Context: an optimization exercise on an open-source flow, tuned for small area, a short achievable clock period and few clock cycles. The choices shown serve that exercise and are no tape-out recipe. Function was checked by simulation only, so behaviour that the tests miss may differ from the original.

Design loop_law, start of the top module:
module loop_law (
    input  wire        clk,
    input  wire        rst,
    input  wire        start,
    input  wire  [1:0] mode,
    input  wire        d_on_meas,
    input  wire        d_zero,
    input  wire        sat_ext,
    input  wire        plant_lost,
    input  wire [31:0] sp,
    input  wire [31:0] pv,
    input  wire [31:0] ff,
    input  wire [31:0] man_out,
    input  wire [31:0] kp,
    input  wire [31:0] ki,
    input  wire [31:0] kd,
    input  wire [31:0] tf,
    input  wire [31:0] h,
    input  wire [31:0] out_hi,
    input  wire [31:0] out_lo,
    input  wire [31:0] out_prev,
    input  wire [31:0] i_prev,
    input  wire [31:0] d_prev,
    input  wire [31:0] y_prev,
    output wire        done,
    output wire [31:0] out,
    output wire [31:0] i_out,
    output wire [31:0] d_out,
    output wire [31:0] y_out,
    output wire        numeric,
    output wire        i_inhibit,
    output wire        sat_hi,
    output wire        sat_lo
);
For scale: roughly 12000 cells after synthesis, roughly 710 flip-flops.
==> flow/config.mk <==
export PLATFORM = sky130hd
export DESIGN_NAME = loop_law
export DESIGN_NICKNAME = loop_law
export VERILOG_FILES = /design/flow/design.v
export SDC_FILE = /design/flow/constraint.sdc
export NUM_CORES = 8
export LEC_CHECK = 0
export ABC_AREA = 1
export CAP_MARGIN = 20
export CORE_MARGIN = 2
export CORE_UTILIZATION = 45
export SLEW_MARGIN = 20
==> flow/constraint.sdc <==
create_clock -name core_clock -period 50.0 [get_ports {clk}]
set_input_delay 10.0000 -clock core_clock [delete_from_list [all_inputs] [get_ports {clk}]]
set_output_delay 10.0000 -clock core_clock [all_outputs]
set_load 0.01 [all_outputs]
standard.sh (not shown) runs the stock make flow with config.mk's settings and CLKGATE_MAP_FILE= SYNTH_SCRIPT=/design/flow/synth_recipe.tcl, a recipe that flattens the netlist after the stock synthesis.
==> flow/flow/run.sh <==
#!/bin/bash
# Layout flow: the standard layout (standard.sh) unchanged, except that
# repair_timing aims at a setup slack margin, so it shortens the critical
# paths well below the 50 ns clock instead of stopping once they fit in it.
set -euo pipefail
bash standard.sh SETUP_SLACK_MARGIN=35 finish > standard.log 2>&1
The first run finished with timing, DRC and antenna clean.
Testbench counts at the start, summed over its fixed seeds: cycles 88,179.
Change:
--- a/flow/design.v
+++ b/flow/design.v
@@ -968,13 +968,12 @@
     endfunction
     function f_eq(input [31:0] x, input [31:0] y);
         f_eq = !is_nan(x) && !is_nan(y) &&
                ((x == y) || (x[30:0] == 0 && y[30:0] == 0));
     endfunction
     reg  [1:0] r_mode;
-    reg        m_auto, m_man, m_trn;   
     reg        r_dom, r_dz, r_sat, r_plant;
     reg [31:0] r_sp, r_pv, r_ff, r_man, r_kp, r_ki, r_kd, r_tf, r_h;
     reg [31:0] r_hi, r_lo, r_outp, r_ip, r_dp, r_yp;
     reg [31:0] t, u;
     reg  [4:0] state;
     reg        rec, v_fin;
@@ -1012,25 +1011,25 @@
     fp_mul u_mul (.a(mul_a), .b(mul_b), .r(mul_r));
     wire        q_neg, q_small;
     fp_div u_div (.clk(clk), .start(c_go), .a(t), .b(r_tf), .rdy(div_rdy), .result(div_r),
                   .q_neg(q_neg), .q_small(q_small));
     assign d = r_dz ? 32'd0 : div_r;
     wire [31:0] npv   = {~r_pv[31], r_pv[30:0]};
-    wire        trn   = m_trn;
+    wire        trn   = (r_mode == M_TRANSFER);
     wire        dwait = !r_dz && !div_rdy;      
     wire        stall = dwait && (state == S_V2 || state == S_R2 || state == S_FIN);
     wire [31:0] add_z = {add_r[31] & (|add_r[30:0]), add_r[30:0]};
     wire        ext_hi = r_sat && f_lt(32'd0, r_outp);
     wire        ext_lo = r_sat && f_lt(r_outp, 32'd0);
     wire        hiS = f_lt(r_hi, t) || ext_hi;
     wire        loS = f_lt(t, r_lo) || ext_lo;
     wire        inh_a = r_plant || (hiS && f_lt(32'd0, r_ki)) || (loS && f_lt(r_ki, 32'd0));
-    wire        inh = m_auto && rec;
+    wire        inh = (r_mode == M_AUTO) && rec;
     wire [31:0] y   = r_dom ? npv : r_sp;
-    wire [31:0] i_f = m_auto ? (inh ? r_ip : u) : trn ? t : r_ip;
-    wire [31:0] x   = trn ? r_outp : m_man ? r_man : t;
+    wire [31:0] i_f = (r_mode == M_AUTO) ? (inh ? r_ip : u) : trn ? t : r_ip;
+    wire [31:0] x   = trn ? r_outp : (r_mode == M_MANUAL) ? r_man : t;
     wire        c1  = f_lt(r_lo, x);
     wire        c2  = f_lt(x, r_hi);
     wire        c3  = f_lt(r_lo, r_hi);
     wire        exh = f_eq(x, r_hi), exl = f_eq(x, r_lo), ehl = f_eq(r_hi, r_lo);
     wire        s_x  = trn || (c1 && c2);
     wire        s_lo = !s_x && !c1 && c3;
@@ -1045,19 +1044,19 @@
             M_MANUAL: bad = !(is_fin(r_sp) && is_fin(y) && is_fin(d) && is_fin(r_man));
             M_FIRST:  bad = !(is_fin(r_sp) && is_fin(r_kp) && is_fin(y) && is_fin(t));
             default:  bad = !(is_fin(r_sp) && is_fin(r_kp) && is_fin(y) && is_fin(d) &&
                               is_fin(t));
         endcase
     end
-    wire go_rec = m_auto && inh_a && !rec;
+    wire go_rec = (r_mode == M_AUTO) && inh_a && !rec;
     wire di_pos  = f_lt(32'd0, r_ki), di_neg = f_lt(r_ki, 32'd0);
     wire ff_z    = ~|r_ff[30:0];
     wire v_small = (t[30:23] < 8'd252) && q_small && (r_ff[30:23] < 8'd252);
     wire sure_hi = (ext_hi || (f_lt(r_hi, t) && !q_neg && (!r_ff[31] || ff_z))) && di_pos;
     wire sure_lo = (ext_lo || (f_lt(t, r_lo) && q_neg && (r_ff[31] || ff_z))) && di_neg;
-    wire skip_v  = m_auto && v_small && (r_plant || sure_hi || sure_lo);
+    wire skip_v  = (r_mode == M_AUTO) && v_small && (r_plant || sure_hi || sure_lo);
     wire fin    = (state == S_FIN) && !dwait && !go_rec;
     assign done      = fin;
     wire        o_x  = !bad && s_x, o_lo = !bad && s_lo, o_hi = !bad && !s_x && !s_lo;
     assign out       = ({32{bad}} & r_outp) | ({32{o_x}} & x) | ({32{o_lo}} & r_lo) |
                        ({32{o_hi}} & r_hi);
     assign i_out     = bad ? r_ip : i_f;
@@ -1147,15 +1146,12 @@
     end
     wire take = (state == S_IDLE) || fin;
     always @(posedge clk) begin
         state <= nst;
         if (take) begin
             r_mode  <= mode;
-            m_auto  <= (mode == M_AUTO);
-            m_man   <= (mode == M_MANUAL);
-            m_trn   <= (mode == M_TRANSFER);
             r_dom   <= d_on_meas;
             r_dz    <= d_zero || (mode == M_FIRST);
             r_sat   <= sat_ext;
             r_plant <= plant_lost;
             r_pv    <= pv;
             r_ff    <= ff;
=> Clock-buffer cell count climbs by 1; via count drops by 1.3%; clock skew climbs by 19 ps; worst hold slack gets better by 27 ps; setup slack gets worse by 830 ps; routed wire length hardly moves; synthesized cell count drops by 1.6%; cell count drops by 2.5%; cell area drops by 2.6%; first-iteration DRC count drops by 5.5%; non-clock buffer count drops by 212; maximum frequency drops by 5.2%.
Testbench counts after the change, summed over its fixed seeds: cycles 88,179.

---

job 3663:
Another version of the RTL of loop_law (not shown whole).
Size in the first run: ~13000 cells after synthesis, about 700 flip-flops, about 86000 µm² of cells after synthesis.
Settings: LEC_CHECK=0, ABC_AREA=1, CAP_MARGIN=20, CORE_MARGIN=2, CORE_UTILIZATION=35, SLEW_MARGIN=20; clock period 50.0 ns.
Scripts as last shown in full above: flow/flow/run.sh
Job 3663 went all the way through the flow, and no timing, DRC or antenna check failed.
Testbench counts of job 3663, summed over its fixed seeds: cycles 88,179.
The following lists how job 2458 was set up differently from job 3663:
--- a/flow/design.v
+++ b/flow/design.v
@@ -1011,57 +1011,60 @@
                   .q_neg(q_neg), .q_small(q_small));
     assign d = r_dz ? 32'd0 : div_r;
     wire [31:0] npv   = {~r_pv[31], r_pv[30:0]};
     wire        trn   = (r_mode == M_TRANSFER);
     wire        dwait = !r_dz && !div_rdy;      
     wire        stall = dwait && (state == S_V2 || state == S_R2 || state == S_FIN);
     wire [31:0] add_z = {add_r[31] & (|add_r[30:0]), add_r[30:0]};
     wire        ext_hi = r_sat && f_lt(32'd0, r_outp);
     wire        ext_lo = r_sat && f_lt(r_outp, 32'd0);
     wire        hiS = f_lt(r_hi, t) || ext_hi;
     wire        loS = f_lt(t, r_lo) || ext_lo;
     wire        inh_a = r_plant || (hiS && f_lt(32'd0, r_ki)) || (loS && f_lt(r_ki, 32'd0));
-    wire        inh = (r_mode == M_AUTO) && (rec || inh_a);
+    wire        inh = (r_mode == M_AUTO) && rec;
     wire [31:0] y   = r_dom ? npv : r_sp;
     wire [31:0] i_f = (r_mode == M_AUTO) ? (inh ? r_ip : u) : trn ? t : r_ip;
     wire [31:0] x   = trn ? r_outp : (r_mode == M_MANUAL) ? r_man : t;
     wire        c1  = f_lt(r_lo, x);
     wire        c2  = f_lt(x, r_hi);
     wire        c3  = f_lt(r_lo, r_hi);
     wire        exh = f_eq(x, r_hi), exl = f_eq(x, r_lo), ehl = f_eq(r_hi, r_lo);
-    wire [31:0] uo  = (trn || (c1 && c2)) ? x : (!c1 && c3) ? r_lo : r_hi;
+    wire        s_x  = trn || (c1 && c2);
+    wire        s_lo = !s_x && !c1 && c3;
     wire        eqh = (trn || (c1 && c2)) ? exh : (!c1 && c3) ? ehl : 1'b1;
     wire        eql = (trn || (c1 && c2)) ? exl : (!c1 && c3) ? 1'b1 : ehl;
     reg bad;
     always @* begin
         case (r_mode)
             M_AUTO:   bad = !(is_fin(r_sp) && is_fin(r_kp) && is_fin(y) && is_fin(d) &&
                               is_fin(r_ki) && (rec ? v_fin : is_fin(t)) && is_fin(i_f) &&
                               is_fin(t));
             M_MANUAL: bad = !(is_fin(r_sp) && is_fin(y) && is_fin(d) && is_fin(r_man));
             M_FIRST:  bad = !(is_fin(r_sp) && is_fin(r_kp) && is_fin(y) && is_fin(t));
             default:  bad = !(is_fin(r_sp) && is_fin(r_kp) && is_fin(y) && is_fin(d) &&
                               is_fin(t));
         endcase
     end
     wire go_rec = (r_mode == M_AUTO) && inh_a && !rec;
     wire di_pos  = f_lt(32'd0, r_ki), di_neg = f_lt(r_ki, 32'd0);
     wire ff_z    = ~|r_ff[30:0];
     wire v_small = (t[30:23] < 8'd252) && q_small && (r_ff[30:23] < 8'd252);
     wire sure_hi = (ext_hi || (f_lt(r_hi, t) && !q_neg && (!r_ff[31] || ff_z))) && di_pos;
     wire sure_lo = (ext_lo || (f_lt(t, r_lo) && q_neg && (r_ff[31] || ff_z))) && di_neg;
     wire skip_v  = (r_mode == M_AUTO) && v_small && (r_plant || sure_hi || sure_lo);
     wire fin    = (state == S_FIN) && !dwait && !go_rec;
     assign done      = fin;
-    assign out       = bad ? r_outp : uo;
+    wire        o_x  = !bad && s_x, o_lo = !bad && s_lo, o_hi = !bad && !s_x && !s_lo;
+    assign out       = ({32{bad}} & r_outp) | ({32{o_x}} & x) | ({32{o_lo}} & r_lo) |
+                       ({32{o_hi}} & r_hi);
     assign i_out     = bad ? r_ip : i_f;
     assign d_out     = bad ? r_dp : d;
     assign y_out     = bad ? r_yp : y;
     assign numeric   = bad;
     assign i_inhibit = !bad && inh;
     assign sat_hi    = !bad && (eqh || ext_hi);
     assign sat_lo    = !bad && (eql || ext_lo);
     wire [4:0] first_st = (d_zero || mode == M_FIRST) ? S_B0 : S_A0;
     reg [4:0] nst;
     always @* begin
         nst = state;
         case (state)
==> run summary <==
Per the comparison of job 2458 with job 3663, overall global routing resource usage saw a decrease, via count of the first global-routing pass saw little to no change, via count saw an increase. Diff job 3663 and job 2458: worst setup margin higher in job 2458. The hold slack of job 2458 falls short of that of job 3663 by 34 ps. Number of cells produced by synthesis, job 3663 and job 2458: larger value in job 2458. Final critical-path required period improves in job 2458 relative to job 3663.
Testbench counts of job 2458, summed over its fixed seeds: cycles 88,179.

-- afterwards: timing with drivers on the ports --
In the flow no input, the clock included, has a driving cell. The finished layouts below were timed again as built, in two steps. Step 1: set_driving_cell puts a clkbuf_16 on clk and a buf_2 on each other input, an assumption about the parent block. Step 2 moves the port delays by t, midway between the first and last clock arrival at a register: inputs arrive t later, outputs are due t later. That takes back most of the time a late clock gives input paths. a / b / c = ideal ports / drivers / drivers and shift; a / b = the first two.
| run | t (ns) | setup slack, ns | hold WS [ns] |
|---|---|---|---|
| the first run of note 1 | 0.844 | 34.860 / 34.780 / 34.870 | 0.485 / 0.485 / 0.485 |
| the second run of note 1 | 0.804 | 34.028 / 33.947 / 34.603 | 0.512 / 0.512 / 0.512 |
| job 3663 | 0.859 | 33.815 / 33.718 / 34.425 | 0.509 / 0.509 / 0.509 |
| job 2458 | 0.879 | 34.626 / 34.528 / 34.896 | 0.475 / 0.475 / 0.475 |
After both steps setup and hold are still met in every run listed.
